What follows belongs to an exercise in optimizing a design on an open flow for small area, a short achievable clock period and few clock cycles per item; a production flow would make more cautious choices. In this exercise RTL edits were held to simulation tests only and were not proved equivalent to the original.

--- flow/flow/run.sh ---
#!/bin/bash
# The standard layout (standard.sh), with one change: ABC maps the
# synthesised logic with area-oriented mapping (map -a, flow/abc_area.script)
# instead of ORFS's default abc_area.script. Registers, their names and cell
# types are the standard synthesis's, since ABC sees only combinational logic.
set -euo pipefail
rm -rf scripts_area
cp -r "$FLOW_HOME/scripts" scripts_area
cp flow/abc_area.script scripts_area/abc_area.script
bash standard.sh finish SCRIPTS_DIR="$PWD/scripts_area" > layout.log 2>&1
--- flow/flow/abc_area.script ---
strash
dch
map -a
topo
stime -c
buffer -c
upsize -c
dnsize -c
--- flow/standard.sh ---
#!/bin/bash
# synth_recipe.tcl (not shown) runs the flow's synth.tcl, then flattens the netlist and writes it again
# the make line also repeats each setting of config.mk as NAME=value (left out here)
make -C /OpenROAD-flow-scripts/flow DESIGN_CONFIG=/design/flow/config.mk WORK_HOME=/design/flow/orfs CLKGATE_MAP_FILE= SYNTH_SCRIPT=/design/flow/synth_recipe.tcl "${@:-finish}"
--- flow/config.mk ---
export PLATFORM = sky130hd
export DESIGN_NAME = cz_quant
export DESIGN_NICKNAME = cz_quant
export VERILOG_FILES = /design/flow/design.v
export SDC_FILE = /design/flow/constraint.sdc
export NUM_CORES = 4
export LEC_CHECK = 0
export ABC_AREA = 1
export CAP_MARGIN = 0
export CORE_MARGIN = 2
export CORE_UTILIZATION = 60
export SLEW_MARGIN = 0
--- flow/constraint.sdc ---
create_clock -name core_clock -period 140.0 [get_ports {clk}]
set_input_delay 28.0000 -clock core_clock [delete_from_list [all_inputs] [get_ports {clk}]]
set_output_delay 28.0000 -clock core_clock [all_outputs]
set_load 0.01 [all_outputs]
--- flow/design.v ---
module cz_rca #(
    parameter N = 8
) (
    input  [N-1:0] a,
    input  [N-1:0] b,
    input          ci,
    output [N-1:0] s,
    output         co
);
    wire [N:0] c;
    assign c[0] = ci;
    genvar i;
    generate
        for (i = 0; i < N; i = i + 1) begin : g_bit
            assign s[i]   = a[i] ^ b[i] ^ c[i];
            assign c[i+1] = (a[i] & b[i]) | (c[i] & (a[i] ^ b[i]));
        end
    endgenerate
    assign co = c[N];
endmodule
module cz_add #(
    parameter N = 8
) (
    input  [N-1:0] a,
    input  [N-1:0] b,
    input          ci,
    output [N-1:0] s,
    output         co
);
    localparam L = (N <= 2) ? 1 : (N <= 4) ? 2 : (N <= 8) ? 3 : (N <= 16) ? 4 :
                   (N <= 32) ? 5 : (N <= 64) ? 6 : 7;
    wire [N-1:0] p = a ^ b;
    wire [N*(L+1)-1:0] gv;
    wire [N*(L+1)-1:0] pv;
    assign gv[N-1:0] = (a & b) | {{(N-1){1'b0}}, p[0] & ci};
    assign pv[N-1:0] = p;
    genvar l, i;
    generate
        for (l = 0; l < L; l = l + 1) begin : g_lvl
            for (i = 0; i < N; i = i + 1) begin : g_bit
                if ((i >> l) & 1) begin : g_op
                    assign gv[(l+1)*N+i] = gv[l*N+i] | (pv[l*N+i] & gv[l*N+((i >> l) << l)-1]);
                    assign pv[(l+1)*N+i] = pv[l*N+i] & pv[l*N+((i >> l) << l)-1];
                end else begin : g_pass
                    assign gv[(l+1)*N+i] = gv[l*N+i];
                    assign pv[(l+1)*N+i] = pv[l*N+i];
                end
            end
        end
    endgenerate
    wire [N-1:0] c = gv[L*N+N-1:L*N];            
    assign s  = p ^ {c[N-2:0], ci};
    assign co = c[N-1];
endmodule
module cz_por #(
    parameter N = 8
) (
    input  [N-1:0] x,
    output [N-1:0] p
);
    localparam L = (N <= 2) ? 1 : (N <= 4) ? 2 : (N <= 8) ? 3 : (N <= 16) ? 4 :
                   (N <= 32) ? 5 : (N <= 64) ? 6 : 7;
    wire [N*(L+1)-1:0] v;
    assign v[N-1:0] = x;
    genvar l, i;
    generate
        for (l = 0; l < L; l = l + 1) begin : g_lvl
            for (i = 0; i < N; i = i + 1) begin : g_bit
                if ((i >> l) & 1) begin : g_op
                    assign v[(l+1)*N+i] = v[l*N+i] | v[l*N+((i >> l) << l)-1];
                end else begin : g_pass
                    assign v[(l+1)*N+i] = v[l*N+i];
                end
            end
        end
    endgenerate
    assign p = v[L*N+N-1:L*N];
endmodule
module cz_rnd24 #(
    parameter N = 40
) (
    input  [N-1:0] x,
    output [N:0]   y
);
    wire [N-1:0] xr, tr;
    genvar k;
    generate
        for (k = 0; k < N; k = k + 1) begin : g_rev
            assign xr[k] = x[N-1-k];
        end
    endgenerate
    cz_por #(.N(N)) u_t (.x(xr), .p(tr));
    wire [N+25:0] t;
    assign t[N+25:N] = 26'd0;
    generate
        for (k = 0; k < N; k = k + 1) begin : g_t
            assign t[k] = tr[N-1-k];
        end
    endgenerate
    wire [N-1:0] keep = ~t[N+23:24];                
    wire [N-1:0] lsb  = t[N+22:23] & ~t[N+23:24];   
    wire [N-1:0] rnd  = t[N+23:24] & ~t[N+24:25];   
    wire [N-1:0] stk  = t[N+24:25];                 
    wire up = (|(x & rnd)) & ((|(x & stk)) | (|(x & lsb)));
    wire [N-1:0] z = x | ~keep;
    wire [N-1:0] zn;
    wire [N-1:0] pa;
    cz_por #(.N(N)) u_c (.x(~z), .p(zn));
    assign pa = ~zn;                                 
    wire [N-1:0] c = {pa[N-2:0], 1'b1} & keep & {N{up}};
    assign y[N-1:0] = (x & keep) ^ c;
    assign y[N]     = up & pa[N-1];
endmodule
module cz_mul (
    input  [23:0] a,
    input  [15:0] b,
    input  [23:0] ex,       
    output [39:0] p
);
    wire [18:0] bx = {2'b00, b, 1'b0};
    wire [24:0] al = {a, 1'b0};           
    wire [224:0] pp;
    wire [8:0] ng;
    genvar j;
    generate
        for (j = 0; j < 9; j = j + 1) begin : g_row
            wire b2 = bx[2*j+2];
            wire b1 = bx[2*j+1];
            wire b0 = bx[2*j];
            wire one = b1 ^ b0;
            wire two = (b2 & ~b1 & ~b0) | (~b2 & b1 & b0);
            assign ng[j] = b2 & ~(b1 & b0);
            assign pp[j*25+24:j*25] = (({1'b0, a} & {25{one}}) | (al & {25{two}})) ^ {25{ng[j]}};
        end
    endgenerate
    wire s1, c2, s3, c4, s5, c6, s7, c8, s9, c10, s11, c12, s13, c14, s15, c16;
    wire s17, c18, s19, c20, s21, c22, s23, c24, s25, c26, s27, c28, s29, c30, s31, c32;
    wire s33, c34, s35, c36, s37, c38, s39, c40, s41, c42, s43, c44, s45, c46, s47, c48;
    wire s49, c50, s51, c52, s53, c54, s55, c56, s57, c58, s59, c60, s61, c62, s63, c64;
    wire s65, c66, s67, c68, s69, c70, s71, c72, s73, c74, s75, c76, s77, c78, s79, c80;
    wire s81, c82, s83, c84, s85, c86, s87, c88, s89, c90, s91, c92, s93, c94, s95, c96;
    wire s97, c98, s99, c100, s101, c102, s103, c104, s105, c106, s107, c108, s109, c110, s111, c112;
    wire s113, c114, s115, c116, s117, c118, s119, c120, s121, c122, s123, c124, s125, c126, s127, c128;
    wire s129, c130, s131, c132, s133, c134, s135, c136, s137, c138, s139, c140, s141, c142, s143, c144;
    wire s145, c146, s147, c148, s149, c150, s151, c152, s153, c154, s155, c156, s157, c158, s159, c160;
    wire s161, c162, s163, c164, s165, c166, s167, c168, s169, c170, s171, c172, s173, c174, s175, c176;
    wire s177, c178, s179, c180, s181, c182, s183, c184, s185, c186, s187, c188, s189, c190, s191, c192;
    wire s193, c194, s195, c196, s197, c198, s199, c200, s201, c202, s203, c204, s205, c206, s207, c208;
    wire s209, c210, s211, c212, s213, c214, s215, c216, s217, c218, s219, c220, s221, c222, s223, c224;
    wire s225, c226, s227, c228, s229, c230, s231, c232, s233, c234, s235, c236, s237, c238, s239, c240;
    wire s241, c242, s243, c244, s245, c246, s247, c248, s249, c250, s251, c252, s253, c254, s255, c256;
    wire s257, c258, s259, c260, s261, c262, s263, c264, s265, c266, s267, c268, s269, c270, s271, c272;
    wire s273, c274, s275, c276, s277, c278, s279, c280, s281, c282, s283, c284, s285, c286, s287, c288;
    wire s289, c290, s291, c292, s293, c294, s295, c296, s297, c298, s299, c300, s301, c302, s303, c304;
    wire s305, c306, s307, c308, s309, c310, s311, c312, s313, c314, s315, c316, s317, c318, s319, c320;
    wire s321, c322, s323, c324, s325, c326, s327, c328, s329, c330, s331, c332, s333, c334, s335, c336;
    wire s337, c338, s339, c340, s341, c342, s343, c344, s345, c346, s347, c348, s349, c350, s351, c352;
    wire s353, c354, s355, c356, s357, c358, s359, c360, s361, c362, s363, c364, s365, c366, s367, c368;
    wire s369, c370, s371, c372, s373, c374, s375, c376, s377, c378, s379, c380, s381, c382, s383, c384;
    wire s385, c386, s387, c388, s389, c390, s391, c392, s393, c394, s395, c396, s397, c398, s399, c400;
    wire s401, c402, s403, c404, s405, c406, s407, c408, s409, c410, s411, c412, s413, c414, s415, c416;
    wire s417, c418, s419, c420, s421, c422, s423, c424, s425, c426, s427, c428, s429, c430;
    assign s1 = pp[14] ^ pp[37];
    assign c2 = pp[14] & pp[37];
    assign s3 = pp[15] ^ pp[38];
    assign c4 = pp[15] & pp[38];
    assign s5 = pp[16] ^ pp[39] ^ pp[62];
    assign c6 = (pp[16] & pp[39]) | (pp[62] & (pp[16] ^ pp[39]));
    assign s7 = pp[17] ^ pp[40] ^ pp[63];
    assign c8 = (pp[17] & pp[40]) | (pp[63] & (pp[17] ^ pp[40]));
    assign s9 = pp[18] ^ pp[41] ^ pp[64];
    assign c10 = (pp[18] & pp[41]) | (pp[64] & (pp[18] ^ pp[41]));
    assign s11 = pp[19] ^ pp[42] ^ pp[65];
    assign c12 = (pp[19] & pp[42]) | (pp[65] & (pp[19] ^ pp[42]));
    assign s13 = pp[20] ^ pp[43] ^ pp[66];
    assign c14 = (pp[20] & pp[43]) | (pp[66] & (pp[20] ^ pp[43]));
    assign s15 = pp[21] ^ pp[44] ^ pp[67];
    assign c16 = (pp[21] & pp[44]) | (pp[67] & (pp[21] ^ pp[44]));
    assign s17 = pp[22] ^ pp[45] ^ pp[68];
    assign c18 = (pp[22] & pp[45]) | (pp[68] & (pp[22] ^ pp[45]));
    assign s19 = pp[23] ^ pp[46] ^ pp[69];
    assign c20 = (pp[23] & pp[46]) | (pp[69] & (pp[23] ^ pp[46]));
    assign s21 = pp[24] ^ pp[47];
    assign c22 = pp[24] & pp[47];
    assign s23 = pp[48] ^ pp[71] ^ pp[94];
    assign c24 = (pp[48] & pp[71]) | (pp[94] & (pp[48] ^ pp[71]));
    assign s25 = pp[49] ^ pp[72];
    assign c26 = pp[49] & pp[72];
    assign s27 = pp[8] ^ pp[31];
    assign c28 = pp[8] & pp[31];
    assign s29 = pp[9] ^ pp[32];
    assign c30 = pp[9] & pp[32];
    assign s31 = pp[10] ^ pp[33] ^ pp[56];
    assign c32 = (pp[10] & pp[33]) | (pp[56] & (pp[10] ^ pp[33]));
    assign s33 = pp[79] ^ pp[102];
    assign c34 = pp[79] & pp[102];
    assign s35 = pp[11] ^ pp[34] ^ pp[57];
    assign c36 = (pp[11] & pp[34]) | (pp[57] & (pp[11] ^ pp[34]));
    assign s37 = pp[80] ^ pp[103];
    assign c38 = pp[80] & pp[103];
    assign s39 = pp[12] ^ pp[35] ^ pp[58];
    assign c40 = (pp[12] & pp[35]) | (pp[58] & (pp[12] ^ pp[35]));
    assign s41 = pp[81] ^ pp[104] ^ pp[127];
    assign c42 = (pp[81] & pp[104]) | (pp[127] & (pp[81] ^ pp[104]));
    assign s43 = pp[150] ^ ng[6];
    assign c44 = pp[150] & ng[6];
    assign s45 = pp[13] ^ pp[36] ^ pp[59];
    assign c46 = (pp[13] & pp[36]) | (pp[59] & (pp[13] ^ pp[36]));
    assign s47 = pp[82] ^ pp[105] ^ pp[128];
    assign c48 = (pp[82] & pp[105]) | (pp[128] & (pp[82] ^ pp[105]));
    assign s49 = pp[151] ^ ex[13];
    assign c50 = pp[151] & ex[13];
    assign s51 = pp[60] ^ pp[83] ^ pp[106];
    assign c52 = (pp[60] & pp[83]) | (pp[106] & (pp[60] ^ pp[83]));
    assign s53 = pp[129] ^ pp[152] ^ pp[175];
    assign c54 = (pp[129] & pp[152]) | (pp[175] & (pp[129] ^ pp[152]));
    assign s55 = ng[7] ^ ex[14] ^ s1;
    assign c56 = (ng[7] & ex[14]) | (s1 & (ng[7] ^ ex[14]));
    assign s57 = pp[61] ^ pp[84] ^ pp[107];
    assign c58 = (pp[61] & pp[84]) | (pp[107] & (pp[61] ^ pp[84]));
    assign s59 = pp[130] ^ pp[153] ^ pp[176];
    assign c60 = (pp[130] & pp[153]) | (pp[176] & (pp[130] ^ pp[153]));
    assign s61 = ex[15] ^ s3 ^ c2;
    assign c62 = (ex[15] & s3) | (c2 & (ex[15] ^ s3));
    assign s63 = pp[85] ^ pp[108] ^ pp[131];
    assign c64 = (pp[85] & pp[108]) | (pp[131] & (pp[85] ^ pp[108]));
    assign s65 = pp[154] ^ pp[177] ^ pp[200];
    assign c66 = (pp[154] & pp[177]) | (pp[200] & (pp[154] ^ pp[177]));
    assign s67 = ex[16] ^ s5 ^ c4;
    assign c68 = (ex[16] & s5) | (c4 & (ex[16] ^ s5));
    assign s69 = pp[86] ^ pp[109] ^ pp[132];
    assign c70 = (pp[86] & pp[109]) | (pp[132] & (pp[86] ^ pp[109]));
    assign s71 = pp[155] ^ pp[178] ^ pp[201];
    assign c72 = (pp[155] & pp[178]) | (pp[201] & (pp[155] ^ pp[178]));
    assign s73 = ex[17] ^ s7 ^ c6;
    assign c74 = (ex[17] & s7) | (c6 & (ex[17] ^ s7));
    assign s75 = pp[87] ^ pp[110] ^ pp[133];
    assign c76 = (pp[87] & pp[110]) | (pp[133] & (pp[87] ^ pp[110]));
    assign s77 = pp[156] ^ pp[179] ^ pp[202];
    assign c78 = (pp[156] & pp[179]) | (pp[202] & (pp[156] ^ pp[179]));
    assign s79 = ex[18] ^ s9 ^ c8;
    assign c80 = (ex[18] & s9) | (c8 & (ex[18] ^ s9));
    assign s81 = pp[88] ^ pp[111] ^ pp[134];
    assign c82 = (pp[88] & pp[111]) | (pp[134] & (pp[88] ^ pp[111]));
    assign s83 = pp[157] ^ pp[180] ^ pp[203];
    assign c84 = (pp[157] & pp[180]) | (pp[203] & (pp[157] ^ pp[180]));
    assign s85 = ex[19] ^ s11 ^ c10;
    assign c86 = (ex[19] & s11) | (c10 & (ex[19] ^ s11));
    assign s87 = pp[89] ^ pp[112] ^ pp[135];
    assign c88 = (pp[89] & pp[112]) | (pp[135] & (pp[89] ^ pp[112]));
    assign s89 = pp[158] ^ pp[181] ^ pp[204];
    assign c90 = (pp[158] & pp[181]) | (pp[204] & (pp[158] ^ pp[181]));
    assign s91 = ex[20] ^ s13 ^ c12;
    assign c92 = (ex[20] & s13) | (c12 & (ex[20] ^ s13));
    assign s93 = pp[90] ^ pp[113] ^ pp[136];
    assign c94 = (pp[90] & pp[113]) | (pp[136] & (pp[90] ^ pp[113]));
    assign s95 = pp[159] ^ pp[182] ^ pp[205];
    assign c96 = (pp[159] & pp[182]) | (pp[205] & (pp[159] ^ pp[182]));
    assign s97 = ex[21] ^ s15 ^ c14;
    assign c98 = (ex[21] & s15) | (c14 & (ex[21] ^ s15));
    assign s99 = pp[91] ^ pp[114] ^ pp[137];
    assign c100 = (pp[91] & pp[114]) | (pp[137] & (pp[91] ^ pp[114]));
    assign s101 = pp[160] ^ pp[183] ^ pp[206];
    assign c102 = (pp[160] & pp[183]) | (pp[206] & (pp[160] ^ pp[183]));
    assign s103 = ex[22] ^ s17 ^ c16;
    assign c104 = (ex[22] & s17) | (c16 & (ex[22] ^ s17));
    assign s105 = pp[92] ^ pp[115] ^ pp[138];
    assign c106 = (pp[92] & pp[115]) | (pp[138] & (pp[92] ^ pp[115]));
    assign s107 = pp[161] ^ pp[184] ^ pp[207];
    assign c108 = (pp[161] & pp[184]) | (pp[207] & (pp[161] ^ pp[184]));
    assign s109 = ex[23] ^ s19 ^ c18;
    assign c110 = (ex[23] & s19) | (c18 & (ex[23] ^ s19));
    assign s111 = pp[70] ^ pp[93] ^ pp[116];
    assign c112 = (pp[70] & pp[93]) | (pp[116] & (pp[70] ^ pp[93]));
    assign s113 = pp[139] ^ pp[162] ^ pp[185];
    assign c114 = (pp[139] & pp[162]) | (pp[185] & (pp[139] ^ pp[162]));
    assign s115 = pp[208] ^ s21 ^ c20;
    assign c116 = (pp[208] & s21) | (c20 & (pp[208] ^ s21));
    assign s117 = pp[117] ^ pp[140] ^ pp[163];
    assign c118 = (pp[117] & pp[140]) | (pp[163] & (pp[117] ^ pp[140]));
    assign s119 = pp[186] ^ pp[209] ^ ~ng[0];
    assign c120 = (pp[186] & pp[209]) | (~ng[0] & (pp[186] ^ pp[209]));
    assign s121 = 1'b1 ^ s23 ^ c22;
    assign c122 = (1'b1 & s23) | (c22 & (1'b1 ^ s23));
    assign s123 = pp[95] ^ pp[118] ^ pp[141];
    assign c124 = (pp[95] & pp[118]) | (pp[141] & (pp[95] ^ pp[118]));
    assign s125 = pp[164] ^ pp[187] ^ pp[210];
    assign c126 = (pp[164] & pp[187]) | (pp[210] & (pp[164] ^ pp[187]));
    assign s127 = 1'b1 ^ s25 ^ c24;
    assign c128 = (1'b1 & s25) | (c24 & (1'b1 ^ s25));
    assign s129 = pp[73] ^ pp[96] ^ pp[119];
    assign c130 = (pp[73] & pp[96]) | (pp[119] & (pp[73] ^ pp[96]));
    assign s131 = pp[142] ^ pp[165] ^ pp[188];
    assign c132 = (pp[142] & pp[165]) | (pp[188] & (pp[142] ^ pp[165]));
    assign s133 = pp[211] ^ ~ng[1] ^ c26;
    assign c134 = (pp[211] & ~ng[1]) | (c26 & (pp[211] ^ ~ng[1]));
    assign s135 = pp[74] ^ pp[97] ^ pp[120];
    assign c136 = (pp[74] & pp[97]) | (pp[120] & (pp[74] ^ pp[97]));
    assign s137 = pp[143] ^ pp[166] ^ pp[189];
    assign c138 = (pp[143] & pp[166]) | (pp[189] & (pp[143] ^ pp[166]));
    assign s139 = pp[212] ^ 1'b1;
    assign c140 = pp[212] & 1'b1;
    assign s141 = pp[98] ^ pp[121] ^ pp[144];
    assign c142 = (pp[98] & pp[121]) | (pp[144] & (pp[98] ^ pp[121]));
    assign s143 = pp[167] ^ pp[190] ^ pp[213];
    assign c144 = (pp[167] & pp[190]) | (pp[213] & (pp[167] ^ pp[190]));
    assign s145 = pp[99] ^ pp[122] ^ pp[145];
    assign c146 = (pp[99] & pp[122]) | (pp[145] & (pp[99] ^ pp[122]));
    assign s147 = pp[168] ^ pp[191];
    assign c148 = pp[168] & pp[191];
    assign s149 = pp[123] ^ pp[146] ^ pp[169];
    assign c150 = (pp[123] & pp[146]) | (pp[169] & (pp[123] ^ pp[146]));
    assign s151 = pp[124] ^ pp[147];
    assign c152 = pp[124] & pp[147];
    assign s153 = pp[4] ^ pp[27];
    assign c154 = pp[4] & pp[27];
    assign s155 = pp[5] ^ pp[28];
    assign c156 = pp[5] & pp[28];
    assign s157 = pp[6] ^ pp[29] ^ pp[52];
    assign c158 = (pp[6] & pp[29]) | (pp[52] & (pp[6] ^ pp[29]));
    assign s159 = pp[75] ^ ng[3];
    assign c160 = pp[75] & ng[3];
    assign s161 = pp[7] ^ pp[30] ^ pp[53];
    assign c162 = (pp[7] & pp[30]) | (pp[53] & (pp[7] ^ pp[30]));
    assign s163 = pp[76] ^ ex[7];
    assign c164 = pp[76] & ex[7];
    assign s165 = pp[54] ^ pp[77] ^ pp[100];
    assign c166 = (pp[54] & pp[77]) | (pp[100] & (pp[54] ^ pp[77]));
    assign s167 = ng[4] ^ ex[8] ^ s27;
    assign c168 = (ng[4] & ex[8]) | (s27 & (ng[4] ^ ex[8]));
    assign s169 = pp[55] ^ pp[78] ^ pp[101];
    assign c170 = (pp[55] & pp[78]) | (pp[101] & (pp[55] ^ pp[78]));
    assign s171 = ex[9] ^ s29 ^ c28;
    assign c172 = (ex[9] & s29) | (c28 & (ex[9] ^ s29));
    assign s173 = pp[125] ^ ng[5] ^ ex[10];
    assign c174 = (pp[125] & ng[5]) | (ex[10] & (pp[125] ^ ng[5]));
    assign s175 = s31 ^ s33 ^ c30;
    assign c176 = (s31 & s33) | (c30 & (s31 ^ s33));
    assign s177 = pp[126] ^ ex[11] ^ s35;
    assign c178 = (pp[126] & ex[11]) | (s35 & (pp[126] ^ ex[11]));
    assign s179 = s37 ^ c32 ^ c34;
    assign c180 = (s37 & c32) | (c34 & (s37 ^ c32));
    assign s181 = ex[12] ^ s39 ^ s41;
    assign c182 = (ex[12] & s39) | (s41 & (ex[12] ^ s39));
    assign s183 = s43 ^ c36 ^ c38;
    assign c184 = (s43 & c36) | (c38 & (s43 ^ c36));
    assign s185 = s45 ^ s47 ^ s49;
    assign c186 = (s45 & s47) | (s49 & (s45 ^ s47));
    assign s187 = c40 ^ c42 ^ c44;
    assign c188 = (c40 & c42) | (c44 & (c40 ^ c42));
    assign s189 = s51 ^ s53 ^ s55;
    assign c190 = (s51 & s53) | (s55 & (s51 ^ s53));
    assign s191 = c46 ^ c48 ^ c50;
    assign c192 = (c46 & c48) | (c50 & (c46 ^ c48));
    assign s193 = s57 ^ s59 ^ s61;
    assign c194 = (s57 & s59) | (s61 & (s57 ^ s59));
    assign s195 = c52 ^ c54 ^ c56;
    assign c196 = (c52 & c54) | (c56 & (c52 ^ c54));
    assign s197 = s63 ^ s65 ^ s67;
    assign c198 = (s63 & s65) | (s67 & (s63 ^ s65));
    assign s199 = c58 ^ c60 ^ c62;
    assign c200 = (c58 & c60) | (c62 & (c58 ^ c60));
    assign s201 = s69 ^ s71 ^ s73;
    assign c202 = (s69 & s71) | (s73 & (s69 ^ s71));
    assign s203 = c64 ^ c66 ^ c68;
    assign c204 = (c64 & c66) | (c68 & (c64 ^ c66));
    assign s205 = s75 ^ s77 ^ s79;
    assign c206 = (s75 & s77) | (s79 & (s75 ^ s77));
    assign s207 = c70 ^ c72 ^ c74;
    assign c208 = (c70 & c72) | (c74 & (c70 ^ c72));
    assign s209 = s81 ^ s83 ^ s85;
    assign c210 = (s81 & s83) | (s85 & (s81 ^ s83));
    assign s211 = c76 ^ c78 ^ c80;
    assign c212 = (c76 & c78) | (c80 & (c76 ^ c78));
    assign s213 = s87 ^ s89 ^ s91;
    assign c214 = (s87 & s89) | (s91 & (s87 ^ s89));
    assign s215 = c82 ^ c84 ^ c86;
    assign c216 = (c82 & c84) | (c86 & (c82 ^ c84));
    assign s217 = s93 ^ s95 ^ s97;
    assign c218 = (s93 & s95) | (s97 & (s93 ^ s95));
    assign s219 = c88 ^ c90 ^ c92;
    assign c220 = (c88 & c90) | (c92 & (c88 ^ c90));
    assign s221 = s99 ^ s101 ^ s103;
    assign c222 = (s99 & s101) | (s103 & (s99 ^ s101));
    assign s223 = c94 ^ c96 ^ c98;
    assign c224 = (c94 & c96) | (c98 & (c94 ^ c96));
    assign s225 = s105 ^ s107 ^ s109;
    assign c226 = (s105 & s107) | (s109 & (s105 ^ s107));
    assign s227 = c100 ^ c102 ^ c104;
    assign c228 = (c100 & c102) | (c104 & (c100 ^ c102));
    assign s229 = s111 ^ s113 ^ s115;
    assign c230 = (s111 & s113) | (s115 & (s111 ^ s113));
    assign s231 = c106 ^ c108 ^ c110;
    assign c232 = (c106 & c108) | (c110 & (c106 ^ c108));
    assign s233 = s117 ^ s119 ^ s121;
    assign c234 = (s117 & s119) | (s121 & (s117 ^ s119));
    assign s235 = c112 ^ c114 ^ c116;
    assign c236 = (c112 & c114) | (c116 & (c112 ^ c114));
    assign s237 = s123 ^ s125 ^ s127;
    assign c238 = (s123 & s125) | (s127 & (s123 ^ s125));
    assign s239 = c118 ^ c120 ^ c122;
    assign c240 = (c118 & c120) | (c122 & (c118 ^ c120));
    assign s241 = s129 ^ s131 ^ s133;
    assign c242 = (s129 & s131) | (s133 & (s129 ^ s131));
    assign s243 = c124 ^ c126 ^ c128;
    assign c244 = (c124 & c126) | (c128 & (c124 ^ c126));
    assign s245 = s135 ^ s137 ^ s139;
    assign c246 = (s135 & s137) | (s139 & (s135 ^ s137));
    assign s247 = c130 ^ c132 ^ c134;
    assign c248 = (c130 & c132) | (c134 & (c130 ^ c132));
    assign s249 = ~ng[2] ^ s141 ^ s143;
    assign c250 = (~ng[2] & s141) | (s143 & (~ng[2] ^ s141));
    assign s251 = c136 ^ c138 ^ c140;
    assign c252 = (c136 & c138) | (c140 & (c136 ^ c138));
    assign s253 = pp[214] ^ 1'b1 ^ s145;
    assign c254 = (pp[214] & 1'b1) | (s145 & (pp[214] ^ 1'b1));
    assign s255 = s147 ^ c142 ^ c144;
    assign c256 = (s147 & c142) | (c144 & (s147 ^ c142));
    assign s257 = pp[192] ^ pp[215] ^ ~ng[3];
    assign c258 = (pp[192] & pp[215]) | (~ng[3] & (pp[192] ^ pp[215]));
    assign s259 = s149 ^ c146 ^ c148;
    assign c260 = (s149 & c146) | (c148 & (s149 ^ c146));
    assign s261 = pp[170] ^ pp[193] ^ pp[216];
    assign c262 = (pp[170] & pp[193]) | (pp[216] & (pp[170] ^ pp[193]));
    assign s263 = 1'b1 ^ s151 ^ c150;
    assign c264 = (1'b1 & s151) | (c150 & (1'b1 ^ s151));
    assign s265 = pp[148] ^ pp[171] ^ pp[194];
    assign c266 = (pp[148] & pp[171]) | (pp[194] & (pp[148] ^ pp[171]));
    assign s267 = pp[217] ^ ~ng[4] ^ c152;
    assign c268 = (pp[217] & ~ng[4]) | (c152 & (pp[217] ^ ~ng[4]));
    assign s269 = pp[149] ^ pp[172] ^ pp[195];
    assign c270 = (pp[149] & pp[172]) | (pp[195] & (pp[149] ^ pp[172]));
    assign s271 = pp[218] ^ 1'b1;
    assign c272 = pp[218] & 1'b1;
    assign s273 = pp[173] ^ pp[196] ^ pp[219];
    assign c274 = (pp[173] & pp[196]) | (pp[219] & (pp[173] ^ pp[196]));
    assign s275 = pp[174] ^ pp[197];
    assign c276 = pp[174] & pp[197];
    assign s277 = pp[2] ^ pp[25];
    assign c278 = pp[2] & pp[25];
    assign s279 = pp[3] ^ pp[26];
    assign c280 = pp[3] & pp[26];
    assign s281 = pp[50] ^ ng[2] ^ ex[4];
    assign c282 = (pp[50] & ng[2]) | (ex[4] & (pp[50] ^ ng[2]));
    assign s283 = pp[51] ^ ex[5] ^ s155;
    assign c284 = (pp[51] & ex[5]) | (s155 & (pp[51] ^ ex[5]));
    assign s285 = ex[6] ^ s157 ^ s159;
    assign c286 = (ex[6] & s157) | (s159 & (ex[6] ^ s157));
    assign s287 = s161 ^ s163 ^ c158;
    assign c288 = (s161 & s163) | (c158 & (s161 ^ s163));
    assign s289 = s165 ^ s167 ^ c162;
    assign c290 = (s165 & s167) | (c162 & (s165 ^ s167));
    assign s291 = s169 ^ s171 ^ c166;
    assign c292 = (s169 & s171) | (c166 & (s169 ^ s171));
    assign s293 = s173 ^ s175 ^ c170;
    assign c294 = (s173 & s175) | (c170 & (s173 ^ s175));
    assign s295 = s177 ^ s179 ^ c174;
    assign c296 = (s177 & s179) | (c174 & (s177 ^ s179));
    assign s297 = s181 ^ s183 ^ c178;
    assign c298 = (s181 & s183) | (c178 & (s181 ^ s183));
    assign s299 = s185 ^ s187 ^ c182;
    assign c300 = (s185 & s187) | (c182 & (s185 ^ s187));
    assign s301 = s189 ^ s191 ^ c186;
    assign c302 = (s189 & s191) | (c186 & (s189 ^ s191));
    assign s303 = s193 ^ s195 ^ c190;
    assign c304 = (s193 & s195) | (c190 & (s193 ^ s195));
    assign s305 = s197 ^ s199 ^ c194;
    assign c306 = (s197 & s199) | (c194 & (s197 ^ s199));
    assign s307 = s201 ^ s203 ^ c198;
    assign c308 = (s201 & s203) | (c198 & (s201 ^ s203));
    assign s309 = s205 ^ s207 ^ c202;
    assign c310 = (s205 & s207) | (c202 & (s205 ^ s207));
    assign s311 = s209 ^ s211 ^ c206;
    assign c312 = (s209 & s211) | (c206 & (s209 ^ s211));
    assign s313 = s213 ^ s215 ^ c210;
    assign c314 = (s213 & s215) | (c210 & (s213 ^ s215));
    assign s315 = s217 ^ s219 ^ c214;
    assign c316 = (s217 & s219) | (c214 & (s217 ^ s219));
    assign s317 = s221 ^ s223 ^ c218;
    assign c318 = (s221 & s223) | (c218 & (s221 ^ s223));
    assign s319 = s225 ^ s227 ^ c222;
    assign c320 = (s225 & s227) | (c222 & (s225 ^ s227));
    assign s321 = s229 ^ s231 ^ c226;
    assign c322 = (s229 & s231) | (c226 & (s229 ^ s231));
    assign s323 = s233 ^ s235 ^ c230;
    assign c324 = (s233 & s235) | (c230 & (s233 ^ s235));
    assign s325 = s237 ^ s239 ^ c234;
    assign c326 = (s237 & s239) | (c234 & (s237 ^ s239));
    assign s327 = s241 ^ s243 ^ c238;
    assign c328 = (s241 & s243) | (c238 & (s241 ^ s243));
    assign s329 = s245 ^ s247 ^ c242;
    assign c330 = (s245 & s247) | (c242 & (s245 ^ s247));
    assign s331 = s249 ^ s251 ^ c246;
    assign c332 = (s249 & s251) | (c246 & (s249 ^ s251));
    assign s333 = s253 ^ s255 ^ c250;
    assign c334 = (s253 & s255) | (c250 & (s253 ^ s255));
    assign s335 = s257 ^ s259 ^ c254;
    assign c336 = (s257 & s259) | (c254 & (s257 ^ s259));
    assign s337 = s261 ^ s263 ^ c258;
    assign c338 = (s261 & s263) | (c258 & (s261 ^ s263));
    assign s339 = s265 ^ s267 ^ c262;
    assign c340 = (s265 & s267) | (c262 & (s265 ^ s267));
    assign s341 = s269 ^ s271 ^ c266;
    assign c342 = (s269 & s271) | (c266 & (s269 ^ s271));
    assign s343 = ~ng[5] ^ s273 ^ c270;
    assign c344 = (~ng[5] & s273) | (c270 & (~ng[5] ^ s273));
    assign s345 = pp[220] ^ 1'b1 ^ s275;
    assign c346 = (pp[220] & 1'b1) | (s275 & (pp[220] ^ 1'b1));
    assign s347 = pp[198] ^ pp[221] ^ ~ng[6];
    assign c348 = (pp[198] & pp[221]) | (~ng[6] & (pp[198] ^ pp[221]));
    assign s349 = pp[199] ^ pp[222];
    assign c350 = pp[199] & pp[222];
    assign s351 = pp[0] ^ ng[0];
    assign c352 = pp[0] & ng[0];
    assign s353 = pp[1] ^ ex[1];
    assign c354 = pp[1] & ex[1];
    assign s355 = ng[1] ^ ex[2] ^ s277;
    assign c356 = (ng[1] & ex[2]) | (s277 & (ng[1] ^ ex[2]));
    assign s357 = ex[3] ^ s279 ^ c278;
    assign c358 = (ex[3] & s279) | (c278 & (ex[3] ^ s279));
    assign s359 = s153 ^ s281 ^ c280;
    assign c360 = (s153 & s281) | (c280 & (s153 ^ s281));
    assign s361 = c154 ^ s283 ^ c282;
    assign c362 = (c154 & s283) | (c282 & (c154 ^ s283));
    assign s363 = c156 ^ s285 ^ c284;
    assign c364 = (c156 & s285) | (c284 & (c156 ^ s285));
    assign s365 = c160 ^ s287 ^ c286;
    assign c366 = (c160 & s287) | (c286 & (c160 ^ s287));
    assign s367 = c164 ^ s289 ^ c288;
    assign c368 = (c164 & s289) | (c288 & (c164 ^ s289));
    assign s369 = c168 ^ s291 ^ c290;
    assign c370 = (c168 & s291) | (c290 & (c168 ^ s291));
    assign s371 = c172 ^ s293 ^ c292;
    assign c372 = (c172 & s293) | (c292 & (c172 ^ s293));
    assign s373 = c176 ^ s295 ^ c294;
    assign c374 = (c176 & s295) | (c294 & (c176 ^ s295));
    assign s375 = c180 ^ s297 ^ c296;
    assign c376 = (c180 & s297) | (c296 & (c180 ^ s297));
    assign s377 = c184 ^ s299 ^ c298;
    assign c378 = (c184 & s299) | (c298 & (c184 ^ s299));
    assign s379 = c188 ^ s301 ^ c300;
    assign c380 = (c188 & s301) | (c300 & (c188 ^ s301));
    assign s381 = c192 ^ s303 ^ c302;
    assign c382 = (c192 & s303) | (c302 & (c192 ^ s303));
    assign s383 = c196 ^ s305 ^ c304;
    assign c384 = (c196 & s305) | (c304 & (c196 ^ s305));
    assign s385 = c200 ^ s307 ^ c306;
    assign c386 = (c200 & s307) | (c306 & (c200 ^ s307));
    assign s387 = c204 ^ s309 ^ c308;
    assign c388 = (c204 & s309) | (c308 & (c204 ^ s309));
    assign s389 = c208 ^ s311 ^ c310;
    assign c390 = (c208 & s311) | (c310 & (c208 ^ s311));
    assign s391 = c212 ^ s313 ^ c312;
    assign c392 = (c212 & s313) | (c312 & (c212 ^ s313));
    assign s393 = c216 ^ s315 ^ c314;
    assign c394 = (c216 & s315) | (c314 & (c216 ^ s315));
    assign s395 = c220 ^ s317 ^ c316;
    assign c396 = (c220 & s317) | (c316 & (c220 ^ s317));
    assign s397 = c224 ^ s319 ^ c318;
    assign c398 = (c224 & s319) | (c318 & (c224 ^ s319));
    assign s399 = c228 ^ s321 ^ c320;
    assign c400 = (c228 & s321) | (c320 & (c228 ^ s321));
    assign s401 = c232 ^ s323 ^ c322;
    assign c402 = (c232 & s323) | (c322 & (c232 ^ s323));
    assign s403 = c236 ^ s325 ^ c324;
    assign c404 = (c236 & s325) | (c324 & (c236 ^ s325));
    assign s405 = c240 ^ s327 ^ c326;
    assign c406 = (c240 & s327) | (c326 & (c240 ^ s327));
    assign s407 = c244 ^ s329 ^ c328;
    assign c408 = (c244 & s329) | (c328 & (c244 ^ s329));
    assign s409 = c248 ^ s331 ^ c330;
    assign c410 = (c248 & s331) | (c330 & (c248 ^ s331));
    assign s411 = c252 ^ s333 ^ c332;
    assign c412 = (c252 & s333) | (c332 & (c252 ^ s333));
    assign s413 = c256 ^ s335 ^ c334;
    assign c414 = (c256 & s335) | (c334 & (c256 ^ s335));
    assign s415 = c260 ^ s337 ^ c336;
    assign c416 = (c260 & s337) | (c336 & (c260 ^ s337));
    assign s417 = c264 ^ s339 ^ c338;
    assign c418 = (c264 & s339) | (c338 & (c264 ^ s339));
    assign s419 = c268 ^ s341 ^ c340;
    assign c420 = (c268 & s341) | (c340 & (c268 ^ s341));
    assign s421 = c272 ^ s343 ^ c342;
    assign c422 = (c272 & s343) | (c342 & (c272 ^ s343));
    assign s423 = c274 ^ s345 ^ c344;
    assign c424 = (c274 & s345) | (c344 & (c274 ^ s345));
    assign s425 = c276 ^ s347 ^ c346;
    assign c426 = (c276 & s347) | (c346 & (c276 ^ s347));
    assign s427 = 1'b1 ^ s349 ^ c348;
    assign c428 = (1'b1 & s349) | (c348 & (1'b1 ^ s349));
    assign s429 = pp[223] ^ ~ng[7] ^ c350;
    assign c430 = (pp[223] & ~ng[7]) | (c350 & (pp[223] ^ ~ng[7]));
    wire [39:0] r0 = {s429, s427, s425, s423, s421, s419, s417, s415, s413, s411, s409, s407, s405, s403, s401, s399, s397, s395, s393, s391, s389, s387, s385, s383, s381, s379, s377, s375, s373, s371, s369, s367, s365, s363, s361, s359, s357, s355, s353, ex[0]};
    wire [39:0] r1 = {c428, c426, c424, c422, c420, c418, c416, c414, c412, c410, c408, c406, c404, c402, c400, c398, c396, c394, c392, c390, c388, c386, c384, c382, c380, c378, c376, c374, c372, c370, c368, c366, c364, c362, c360, c358, c356, c354, c352, s351};
    cz_add #(.N(40)) u_fin (.a(r0), .b(r1), .ci(1'b0), .s(p), .co());
endmodule
module cz_xstep (
    input  [30:0] d,
    input         ident,
    input         zero,        
    output [11:0] idx,
    output [23:0] op_a,
    output [7:0]  k
);
    wire [7:0]  e8 = d[30:23];
    wire [23:0] m  = {|e8, d[22:0]};
    reg [4:0] lz;
    integer n;
    always @* begin
        lz = 5'd0;
        for (n = 0; n < 24; n = n + 1)
            if (m[n]) lz = 5'd23 - n[4:0];
    end
    wire [23:0] mn = m << lz;
    wire [7:0]  eb = (e8 == 8'd0) ? 8'd1 : e8;
    wire [35:0] p;
    cz_rca #(.N(36)) u_p (.a({mn, 12'd0}), .b(~{12'd0, mn}), .ci(1'b1), .s(p), .co());
    wire        h    = p[35];
    wire [23:0] xraw = h ? p[35:12] : p[34:11];
    wire        rb   = h ? p[11] : p[10];
    wire        st   = h ? (|p[10:0]) : (|p[9:0]);
    wire        up   = rb & (st | xraw[0]);
    wire [24:0] xs;
    cz_rca #(.N(24)) u_xs (.a(xraw), .b(24'd0), .ci(up), .s(xs[23:0]), .co(xs[24]));
    wire        cy   = xs[24];
    wire [23:0] xm   = cy ? 24'h800000 : xs[23:0];
    wire [8:0]  gp;
    cz_rca #(.N(9)) u_gp (.a({1'b0, eb}), .b({7'd0, h & cy, h ^ cy}), .ci(1'b0), .s(gp), .co());
    wire [9:0]  g;
    cz_rca #(.N(10)) u_g (.a({1'b0, gp}), .b(~{5'd0, lz}), .ci(1'b1), .s(g), .co());
    wire [9:0]  shw;                         
    cz_rca #(.N(10)) u_sh (.a(g), .b(~10'd116), .ci(1'b1), .s(shw), .co());
    wire        xge1 = !shw[9];
    wire [3:0]  sh   = xge1 ? shw[3:0] : 4'd0;
    wire [34:0] xf   = {11'd0, xm} << sh;
    wire [7:0]  kt;                          
    cz_rca #(.N(8)) u_kt (.a(8'd116), .b(~g[7:0]), .ci(1'b1), .s(kt), .co());
    assign idx  = xge1 ? xf[34:23] : 12'd0;
    assign op_a = zero ? 24'd0 : ident ? m : (xge1 ? {1'b0, xf[22:0]} : xm);
    assign k    = ident ? {1'b0, ~eb[6:0]} : (xge1 ? 8'd0 : kt);
endmodule
module cz_mstep (
    input  [15:0] t0,
    input  [15:0] t1,
    input  [23:0] op_a,
    input         ident,
    output [39:0] r,
    output        sgn
);
    wire [15:0] d10;
    wire        ge;
    cz_add #(.N(16)) u_d (.a(t1), .b(~t0), .ci(1'b1), .s(d10), .co(ge));
    wire [15:0] b   = ident ? 16'hffff : (d10 ^ {16{!ge}});
    wire [23:0] ex  = op_a & {24{!ident && !ge}};
    wire [39:0] pm;
    cz_mul u_mul (.a(op_a), .b(b), .ex(ex), .p(pm));
    wire [40:0] rr;
    cz_rnd24 #(.N(40)) u_rnd (.x(pm), .y(rr));
    assign r   = rr[39:0];
    assign sgn = !ident && !ge;
endmodule
module cz_astep (
    input  [39:0] r,
    input         sgn,
    input  [15:0] t0,
    input  [7:0]  k,
    output [44:0] q,
    output        tiny,
    output [7:0]  ue
);
    wire [44:0] rs = {r, 5'd0};
    wire [45*7-1:0] sv;
    wire [6:0]      st;
    assign sv[44:0] = rs;
    assign st[0]    = 1'b0;
    genvar j;
    generate
        for (j = 0; j < 6; j = j + 1) begin : g_sh
            wire [44:0] cur = sv[j*45+44:j*45];
            assign sv[(j+1)*45+44:(j+1)*45] = k[j] ? (cur >> (1 << j)) : cur;
            assign st[j+1] = st[j] | (k[j] & (|cur[(1 << j)-1:0]));
        end
    endgenerate
    wire        big = |k[7:6];
    wire [44:0] a   = big ? 45'd0 : sv[6*45+44:6*45];
    wire        stk = big ? (|r) : st[6];
    wire [28:0] l29 = {a[27:0], stk};
    wire [28:0] lp;
    cz_por #(.N(29)) u_lo (.x(l29), .p(lp));
    wire [29:0] lo = {lp, 1'b0};
    wire [28:0] ln = l29 ^ ({29{sgn}} & lo[28:0]);
    wire [15:0] u;
    cz_add #(.N(16)) u_hi (.a(t0), .b(a[43:28] ^ {16{sgn}}), .ci(sgn & !lo[29]), .s(u), .co());
    wire [44:0] vx = {u, ln};
    wire [45:0] y;
    cz_rnd24 #(.N(45)) u_rnd (.x(vx), .y(y));
    assign tiny = (t0 == 16'd0) && stk;
    assign q    = tiny ? rs : y[44:0];
    wire [7:0]  uk;
    cz_rca #(.N(8)) u_uk (.a(8'd142), .b(~k), .ci(1'b1), .s(uk), .co());
    assign ue   = tiny ? uk : 8'd141;
endmodule
module cz_ostep (
    input  [44:0] q,
    input  [7:0]  ue,
    input         tiny,
    input  [3:0]  wc,      
    input  [4:0]  tau5,    
    output [31:0] yf,
    output [15:0] code
);
    reg [5:0] lzc;
    integer n;
    always @* begin
        lzc = 6'd45;
        for (n = 0; n < 45; n = n + 1)
            if (q[n]) lzc = 6'd44 - n[5:0];
    end
    wire [7:0]  el;                        
    wire        le;                        
    cz_rca #(.N(8)) u_el (.a(ue), .b(~{2'b00, lzc}), .ci(1'b1), .s(el), .co(le));
    wire [5:0]  sh  = le ? lzc : ue[5:0];
    wire [44:0] z   = q << sh;
    wire [7:0]  ex  = z[44] ? (el + 8'd1) : 8'd0;
    assign yf = {1'b0, ex, z[43:21]};
    wire [43:0] yq = q[44:1];
    wire [4:0]  w  = {wc[3], !wc[3], wc[2:0]};    
    wire [59:0] ys = {8'd0, yq, 8'd0} << wc;
    wire [59:0] am;
    cz_rca #(.N(60)) u_am (.a(ys), .b(~{16'd0, yq}), .ci(1'b1), .s(am), .co());
    wire [36:0] ap = am[59:23];            
    wire [21:0] s1;
    cz_rca #(.N(21)) u_s1 (.a(ap[36:16]), .b({5'd0, ap[15:0]}), .ci(1'b0), .s(s1[20:0]), .co(s1[21]));
    wire        c2;
    wire [15:0] s2_unused;
    cz_rca #(.N(16)) u_s2 (.a(s1[15:0]), .b({10'd0, s1[21:16]}), .ci(1'b1), .s(s2_unused), .co(c2));
    wire [6:0]  t3s;
    wire        t3c;
    cz_rca #(.N(6)) u_t3 (.a(s1[21:16]), .b({1'b0, tau5}), .ci(c2), .s(t3s[5:0]), .co(t3c));
    wire [20:0] t3 = {14'd0, t3c, t3s[5:0]};
    wire [20:0] sm;
    wire        smc;
    cz_rca #(.N(21)) u_sm (.a(ap[36:16]), .b(t3), .ci(1'b0), .s(sm), .co(smc));
    wire [16:0] craw = {smc, sm[20:5]};
    wire [16:0] top  = ~({17{1'b1}} << w);
    wire        ovf  = |(craw & ~top);
    assign code = tiny ? 16'd0 : (ovf ? top[15:0] : craw[15:0]);
endmodule
module cz_quant (
    input             clk,
    input             rst,           
    input             in_valid,
    output            in_ready,
    input      [31:0] in_d,          
    input             in_ident,      
    input       [2:0] in_table,      
    input       [4:0] in_width,      
    input       [2:0] in_dither,     
    input      [15:0] in_fn,         
    input       [2:0] in_word,       
    input      [19:0] in_entry,      
    input             in_zero,       
    output     [14:0] tbl_addr,      
    input      [15:0] tbl_data0,     
    input      [15:0] tbl_data1,     
    output reg        out_valid,
    input             out_ready,
    output reg [15:0] out_word,
    output reg [31:0] out_y          
);
    reg  sk_valid;
    reg  adv;            
    reg  rdy;            
    assign in_ready = rdy;
    localparam IW = 54;
    wire [IW-1:0] in_item = {in_d[30:0], in_ident, in_table, in_width[4], in_width[2:0],
                             in_dither, in_fn[3:0], in_word, in_entry[3:0], in_zero};
    reg           s1_valid;
    reg  [IW-1:0] s1_item;
    always @(posedge clk) begin
        if (rst)
            s1_valid <= 1'b0;
        else if (adv)
            s1_valid <= in_valid && rdy;
        if (adv)
            s1_item <= in_item;
    end
    wire [30:0] s1_d     = s1_item[53:23];
    wire        s1_ident = s1_item[22];
    wire  [2:0] s1_table = s1_item[21:19];
    wire  [3:0] s1_wc    = s1_item[18:15];
    wire  [2:0] s1_dith  = s1_item[14:12];
    wire  [3:0] s1_fn    = s1_item[11:8];
    wire  [2:0] s1_word  = s1_item[7:5];
    wire  [3:0] s1_entry = s1_item[4:1];
    wire        s1_zero  = s1_item[0];
    wire [11:0] x_idx;
    wire [23:0] x_opa;
    wire  [7:0] x_k;
    cz_xstep u_x (.d(s1_d), .ident(s1_ident), .zero(s1_zero), .idx(x_idx), .op_a(x_opa), .k(x_k));
    wire [3:0] v = s1_fn + {s1_word, 1'b0} + {1'b0, s1_word} + {s1_entry[1:0], 2'b00} + s1_entry;
    reg  [4:0] tau5;
    always @* begin
        case (s1_dith)
            3'd0:    tau5 = 5'b10000;
            3'd1:    tau5 = {v[0], 4'b1000};
            3'd2:    tau5 = {v[0], v[1], 3'b100};
            3'd3:    tau5 = {v[0], v[1], v[2], 2'b10};
            default: tau5 = {v[0], v[1], v[2], v[3], 1'b1};
        endcase
    end
    reg        s2_valid, s2_ident;
    reg  [2:0] s2_table;
    reg [11:0] s2_idx;
    reg [23:0] s2_opa;
    reg  [7:0] s2_k;
    reg  [3:0] s2_wc;
    reg  [4:0] s2_tau;
    always @(posedge clk) begin
        if (rst)
            s2_valid <= 1'b0;
        else if (adv)
            s2_valid <= s1_valid;
        if (adv) begin
            s2_ident <= s1_ident || s1_zero;
            s2_table <= s1_table;
            s2_idx   <= x_idx;
            s2_opa   <= x_opa;
            s2_k     <= x_k;
            s2_wc    <= s1_wc;
            s2_tau   <= tau5;
        end
    end
    assign tbl_addr = {s2_table, s2_idx};
    reg        s3_valid, s3_ident;
    reg [15:0] s3_t0, s3_t1;
    reg [23:0] s3_opa;
    reg  [7:0] s3_k;
    reg  [3:0] s3_wc;
    reg  [4:0] s3_tau;
    always @(posedge clk) begin
        if (rst)
            s3_valid <= 1'b0;
        else if (adv)
            s3_valid <= s2_valid;
        if (adv) begin
            s3_ident <= s2_ident;
            s3_t0    <= tbl_data0;
            s3_t1    <= tbl_data1;
            s3_opa   <= s2_opa;
            s3_k     <= s2_k;
            s3_wc    <= s2_wc;
            s3_tau   <= s2_tau;
        end
    end
    wire [39:0] m_r;
    wire        m_sgn;
    cz_mstep u_m (.t0(s3_t0), .t1(s3_t1), .op_a(s3_opa), .ident(s3_ident), .r(m_r), .sgn(m_sgn));
    wire [44:0] a_q;
    wire        a_tiny;
    wire  [7:0] a_ue;
    wire [15:0] m_t0 = s3_ident ? 16'd0 : s3_t0;
    cz_astep u_a (.r(m_r), .sgn(m_sgn), .t0(m_t0), .k(s3_k), .q(a_q), .tiny(a_tiny), .ue(a_ue));
    reg        s5_valid, s5_tiny;
    reg [44:0] s5_q;
    reg  [7:0] s5_ue;
    reg  [3:0] s5_wc;
    reg  [4:0] s5_tau;
    always @(posedge clk) begin
        if (rst)
            s5_valid <= 1'b0;
        else if (adv)
            s5_valid <= s3_valid;
        if (adv) begin
            s5_tiny <= a_tiny;
            s5_q    <= a_q;
            s5_ue   <= a_ue;
            s5_wc   <= s3_wc;
            s5_tau  <= s3_tau;
        end
    end
    wire [31:0] o_y;
    wire [15:0] o_code;
    cz_ostep u_o (.q(s5_q), .ue(s5_ue), .tiny(s5_tiny), .wc(s5_wc), .tau5(s5_tau),
                  .yf(o_y), .code(o_code));
    wire [15:0] w_word = o_code;
    wire [31:0] w_y    = o_y;
    wire        w_valid = adv && s5_valid;      
    wire        out_free = !out_valid || out_ready;
    wire        pend = sk_valid || w_valid;        
    wire        hold = out_valid && pend;          
    reg  [15:0] sk_word;
    reg  [31:0] sk_y;
    always @(posedge clk) begin
        if (rst) begin
            out_valid <= 1'b0;
            sk_valid  <= 1'b0;
            adv       <= 1'b1;
            rdy       <= 1'b0;
        end else begin
            out_valid <= pend || (out_valid && !out_ready);
            sk_valid  <= hold && !out_ready;
            adv       <= !hold || out_ready;
            rdy       <= !hold || out_ready;
        end
        if (out_free) begin
            out_word <= sk_valid ? sk_word : w_word;
            out_y    <= sk_valid ? sk_y : w_y;
        end
        if (!sk_valid) begin
            sk_word <= w_word;
            sk_y    <= w_y;
        end
    end
endmodule
==> results.txt, run 1 <==
- Synth top area cells: edfxtp_1, fa_1, nand2_1, ha_1, o21ai_0
- WP data arrival: 1510 ps
- Post-synth top cells: nand2_1, inv_1, o21ai_0
- Worst Tran Pin Value: 1231 ps
- Area leader, netlist: edfxtp_1
- Largest family of logic cells by synthesized area: simple AND/OR/NAND/NOR gates
- Die footprint: between 70000 and 80000 µm²
- Number of antenna violations at the first check in global routing: 9
- Multi-input gate area: 27270 µm²
- Worst setup EP type: output pin
- CTS buffer count: 40
- Top-count cell post-synth: nand2_1
- Drt via density: 6.109
- Core Box Area: roughly 68000 µm²
- Share of the synthesized area in the top cell type: 21.52%
- Post-Synth XOR/XNOR Area: around 6.6%
- Min-Delay Path Class: reg2reg
- DPL Wire Length: 106700 µm
- Initial Util: 60.43%
- First-pass DRT Iterations: 6
- CTS tree: built
- DR iter-0 viols: 5593
- Ports: 185
- Library cells used by synthesis: 93
- Ys flop type: edfxtp_1
- CP max stage cell: clkdlybuf4s50_1
- Largest net degree at the start of global routing: 82
- Cells after Synth: 5498
- Die Wd: 266.4 µm
- CTS Buffer Depth: 3
- Critical path depth: 1
- YS warnings: 3
- Vias in the first global route: roughly 36000
- Async set-reset flop share out of synthesis: 0%
- Fraction of layout cells with a size suffix above 1: 5.814%
- Die height: between 200 and 300 µm
- Post-route minimum period: a little under 30000 ps
- Peak fanout along the critical path: 1
- Final Max Tran Viols: 0
- Buf/Inv on CP: 1
- Fin util: 65.26%
- Clk_skew: roughly 63 ps
- Wirelength per Cell: 21.57 µm
- DRT antenna net count: 0
- Nets: between 6000 and 7000
- Hold_ws: 414.5 ps
- Rel. slew slack: 17.75%
- Avg Inst Size Synth: 7.512 µm²
- GP Congestion: about 1.0
- Final TNS setup: 0 ps
- Buffer type at the clock tree root: clkbuf_16
- CP startpoint kind: register
- Core Rows: 96
- Final wirelength: 137800 µm
- Setup Viol. Count Final: 0
- Crit path max-delay family: buffers and inverters
- Outcome: complete, no violations
- First-pass GRT wire length: ~210000 µm
- Reg area: 10010 µm²
- Mapped Area: 41300 µm²
- EDFF count, synth: 296
- Total gr overflow: 0
- Max H-tree Level: 2
- Fmax: 0.03389 GHz
- Slowest cell delay on critical path: about 550 ps
- Filler Cell Count: 6100
- CP Cell Sequence: clkdlybuf4s50_1
- Final worst path period share: between 20% and 30%
- GRT Total Usage: roughly two fifths
- Worst skew pair latency: 600 ps
- CTS Hold Buffers Added: 0
- Vias post-DR: approximately 39000
- DRC violations left: 0
- Worst Hold Depth: 0
- Max cap viols: 0
- Post-CTS setup buffer count: 0
- Unrepaired setup endpoints after global routing: no
- Syn Nets: between 6000 and 7000
- Seq/Total Area, Yosys: 24.24%
- Fin. Hold Viols: 0
- Area growth from synthesis to layout: 8.001%
- Compound-cell area share of the yosys netlist: 17.61%
- Sinks on Clock Net: 352
- I/O Buffers: 154
- Post-CTS resize count: 0
- Worst Reg-to-Reg Cells: approximately 150
- Clk slew on worst S/H paths: roughly 70 ps
- WP data required: 112000 ps
- FF+latch count, synth: 352
- Post-synthesis mux area share: 1.357%
- CP Class: reg2out
- Fraction of the mapped netlist area in simple logic gates: 20.20%
- Post-synthesis adder-cell area fraction: 20.02%
-- layout make-up --
type                    count  share of cell area (%)
flip-flops and latches    352                   22.45
inverters                 775                   6.646
multi-input cells        4093                   61.14
repair buffers            214                   4.466
clock buffers              46                   2.362
well taps                 882                   2.474
clock inverters            24                  0.4460
diodes                      2                 0.01122
-- metal layers --
metal,global-route usage [%],vias to the layer above,part of all wire (%)
li1,-,18210,-
met3,9.547,316,12
met5,0,-,0.037
met1,54.79,18170,42
met2,57.92,2324,43
met4,11.04,8,3.2
-- cells in the final DEF (no fill, tap or decap), drive strengths merged, types with 10 or more instances in the layout --
cell           count
dfxtp             56
nand4             28
mux2i             56
o31ai             17
or2               23
nand3            140
o2111ai           10
nor2             583
a31oi             50
o21ai            622
clkdlybuf4s50    154
o21a              20
inv              745
a22oi             12
edfxtp           296
xor2             255
o22ai            216
a21oi            214
nor3              76
nor4              38
o221ai            17
clkbuf            46
clkinv            49
ha               232
fa               268
a211oi            20
buf               60
nand2           1065
xnor2             54
-- sequential cells by signal, summed over array words and instances, names as in the netlist, 24 cells and up --
register	count
s5_q	45
out_y	32
s3_opa	24
s2_opa	24
sk_y	32
s1_item	54
-- metrics by stage --
stage	instance area [µm²]	cells	worst slack (ps)
4_1_cts	44600	6386	110460
2_1_floorplan	41300	5498	110510
3_3_place_gp	43350	6316	110240
3_5_place_dp	43350	6316	110180
6_report	44600	6388	110490
5_1_grt	44600	6386	110460
-- logic make-up after synthesis --
logic type      after synthesis
compound gates             1263
mux                          56
buf+inv                    1053
simple gates               1965
xor+xnor                    309
fa+ha+maj                   500
flops                       352
-- final timing paths --
| path | startpoint | end | slack [ps] |
|---|---|---|---|
| setup / recovery | out_y[21] | out_y[21] | 110490 |
| hold / removal | s2_opa[10] | s3_opa[10] | 410 |
| setup reg to reg | s3_t0[0] | s5_q[35] | 113900 |
| hold reg to reg | s2_opa[10] | s3_opa[10] | 410 |
Testbench counts, summed over its fixed seeds: cycles 16,040, items 16,000.
==> run 2: changes to the inputs <==
--- a/flow/config.mk
+++ b/flow/config.mk
@@ -6,7 +6,7 @@
 export NUM_CORES = 4
 export LEC_CHECK = 0
 export ABC_AREA = 1
-export CAP_MARGIN = 0
+export CAP_MARGIN = 20
 export CORE_MARGIN = 2
 export CORE_UTILIZATION = 60
-export SLEW_MARGIN = 0
+export SLEW_MARGIN = 20
==> results.txt, run 2 <==
- Wirelength per Cell: 21.55 µm (about the same)
- Non-filler cells, final: 6390 (+0.031%)
- Max H-tree Level: 2 (unchanged)
- DR iter-0 viols: 5563 (-0.54%)
- Hold_ws: 414.5 ps (+0.01100 ps)
- Biggest register: s1_item
- Mapped Area: 41300 µm² (unchanged)
- Area growth from synthesis to layout: 8.056% (about the same)
- Largest registers: s1_item: 54 flops, s5_q: 45 flops
- Ys flop type: edfxtp_1
- Placement Setup Slack: 110180 ps (unchanged)
- Outcome: complete, no violations
- Post-CTS setup buffer count: 0 (unchanged)
- Reg2Reg Setup Slack: 114000 ps (+100 ps)
- Post-synth top cells: nand2_1, inv_1, o21ai_0
- Fraction of layout cells with a size suffix above 1: 5.831% (+0.017 points)
- Number of antenna violations at the first check in global routing: 9 (unchanged)
- Cells after Synth: 5498 (unchanged)
- Terminus of the critical flop-to-flop path: s5_q[35]
- FF+latch count, synth: 352 (unchanged)
- YS warnings: 3 (unchanged)
- WP data required: 112000 ps (about the same)
- Share of the synthesized area in the top cell type: 21.52% (unchanged)
- Largest net degree at the start of global routing: 82 (unchanged)
- Vias post-DR: 39000 (-0.067%)
- Final worst setup slack: 110470 ps (-21.00 ps)
- Crit path max-delay family: buffers and inverters
- DRT antenna net count: 0 (unchanged)
- Critical path depth: 1 (unchanged)
- CP Class: reg2out
- Placed Cells: 6316 (unchanged)
- Total gr overflow: 0 (unchanged)
- Final worst path period share: 21.09% (about the same)
- Die Wd: 266.4 µm (unchanged)
- Most frequent cells in the layout: nand2_1, inv_1, o21ai_0, nor2_1, edfxtp_1
- Max cap viols: 0 (unchanged)
- Area leader, netlist: edfxtp_1
- Clk_skew: 60.09 ps (-2.666 ps)
- Die footprint: 70950 µm² (unchanged)
- Async set-reset flop share out of synthesis: 0% (unchanged)
- R2r startpoint: s3_t0[0]
- Final Max Tran Viols: 0 (unchanged)
- Post-route minimum period: 29530 ps (+21.00 ps)
- GRT Total Usage: 38.44% (unchanged)
- Die height: 266.4 µm (unchanged)
- Final wirelength: 137700 µm (about the same)
- CP Capture Point: out_valid
- Peak fanout along the critical path: 2 (+1)
- Worst Reg-to-Reg Cells: 144 (-0.69%)
- CTS tree: built
- CP Cell Sequence: clkdlybuf4s50_1
- Syn Nets: 6118 (unchanged)
- DRC violations left: 0 (unchanged)
- Post-CTS resize count: 0 (unchanged)
- Rel. slew slack: 20.62% (+2.9 points)
- Seq/Total Area, Yosys: 24.24% (unchanged)
- CTS buffer count: 40 (unchanged)
- Worst skew pair latency: 600 ps (about the same)
- Avg Inst Size Synth: 7.512 µm² (unchanged)
- Worst setup EP type: output pin
- Most common cell after layout, fill and taps aside: nand2_1
- Worst Hold Depth: 0 (unchanged)
- Top-count cell post-synth: nand2_1
- Fmax: 0.03386 GHz (about the same)
- Min-Delay Path Class: reg2reg
- GP Congestion: 1.042 (unchanged)
- Slowest cell delay on critical path: 560 ps (about the same)
- Buf/Inv on CP: 1 (unchanged)
- Drt via density: 6.103 (about the same)
- EDFF count, synth: 296 (unchanged)
- Clk slew on worst S/H paths: 60 ps (about the same)
- Core Rows: 96 (unchanged)
- Unrepaired setup endpoints after global routing: no
- First-pass GRT wire length: 208900 µm (unchanged)
- Synth top area cells: edfxtp_1, fa_1, nand2_1, ha_1, o21ai_0
- Initial Util: 60.43% (unchanged)
- Setup Viol. Count Final: 0 (unchanged)
- Library cells used by synthesis: 93 (unchanged)
- Fin. Hold Viols: 0 (unchanged)
- CTS Hold Buffers Added: 0 (unchanged)
- WP data arrival: 1530 ps (+20 ps)
- Final TNS setup: 0 ps (unchanged)
- Worst Tran Pin Value: 1188 ps (-42.92 ps)
- DPL Wire Length: 106700 µm (unchanged)
- Core Box Area: 68350 µm² (unchanged)
- CP startpoint kind: register
- Critical path origin: out_valid
- Max FFs per register: 54 (unchanged)
- Buffer type at the clock tree root: clkbuf_16
- Nets: 6097 (+0.016%)
- CTS Buffer Depth: 3 (unchanged)
- I/O Buffers: 154 (unchanged)
- Sinks on Clock Net: 352 (unchanged)
- Ports: 185 (unchanged)
- First-pass DRT Iterations: 7 (+1)
- CP max stage cell: clkdlybuf4s50_1
- Vias in the first global route: 35970 (unchanged)
run 2: cell families after synthesis:
kind of cell,share of synthesized area [%]
XOR/XNOR,6.608
AO/OA/AOI/OAI,17.61
multiplexers,1.357
AND/OR/NAND/NOR,20.20
adder cells (fa/ha/maj),20.02
buffers and inverters,9.965
flip-flops,24.24
run 2: cell type report:
type	instances	area [µm²]
repair buffers	215	2007
fillers	6097	23720
clock buffers	46	1054
well taps	882	1104
flip-flops and latches	352	10010
diodes	3	7.507
multi-input cells	4093	27280
inverters	775	2964
clock inverters	24	198.9
run 2: worst reg2reg max path, delay by kind of cell, from the launching register on:
kind	cells	cell delay, ps
and+or+nand+nor	69	10300
AOI/OAI and AO/OA	28	6390
adders and majority gates	10	4350
buffers and inverters	35	3510
DFF	1	560
xor gates and xnor gates	2	550
run 2: how the worst min path moves through the flow:
stage,end,from,slack (ps)
2_1_floorplan,sk_y[31],sk_y[31],400
3_3_place_gp,s5_wc[2],s3_wc[2],400
3_5_place_dp,s3_k[1],s2_k[1],400
4_1_cts,s5_tau[2],s3_tau[2],410
5_1_grt,s5_tau[2],s3_tau[2],420
6_report,s3_opa[10],s2_opa[10],410
run 2: per-layer routing:
metal	GRT usage, %	up-vias	share of wire (%)
li1	-	18220	-
met1	54.79	18170	42
met2	57.92	2291	43
met3	9.547	310	12
met4	11.04	8	3.1
met5	0	-	0.037
run 2: per-stage QoR:
stage          instance area (µm²)  util, %
2_1_floorplan                41300        -
3_3_place_gp                 43350    63.42
3_5_place_dp                 43350    63.42
4_1_cts                      44600    65.25
5_1_grt                      44620    65.28
6_report                     44630    65.29

-- afterwards: timing with drivers on the ports --
The flow's constraints put no driver on any port. The routed layouts listed below were extracted and timed again, unchanged, in two steps.
Step 1 (the two cells are an assumption about what drives the block):
set clk [get_ports {clk}]
set_driving_cell -lib_cell sky130_fd_sc_hd__clkbuf_16 $clk
set_driving_cell -lib_cell sky130_fd_sc_hd__buf_2 [delete_from_list [all_inputs] $clk]
Step 2, shift: input delay + t, output delay - t, t = (earliest + latest rising clock arrival at the registers) / 2. This alone moves slack from input paths to output paths.
Three values: ideal ports, drivers, drivers and shift; two values: the first two.
run	t (ns)	setup WS [ns]	worst setup path at the end	clock arrival spread, ns
run 1	0.636	110.489 / 110.419 / 110.187	input to register	0.062 / 0.062
run 2	0.638	110.468 / 110.398 / 110.560	input to register	0.060 / 0.060
After both steps setup and hold are still met in every run listed. The setup slack of run 1, which loses most, moves by -0.070 ns with the drivers and by -0.302 ns with both steps.
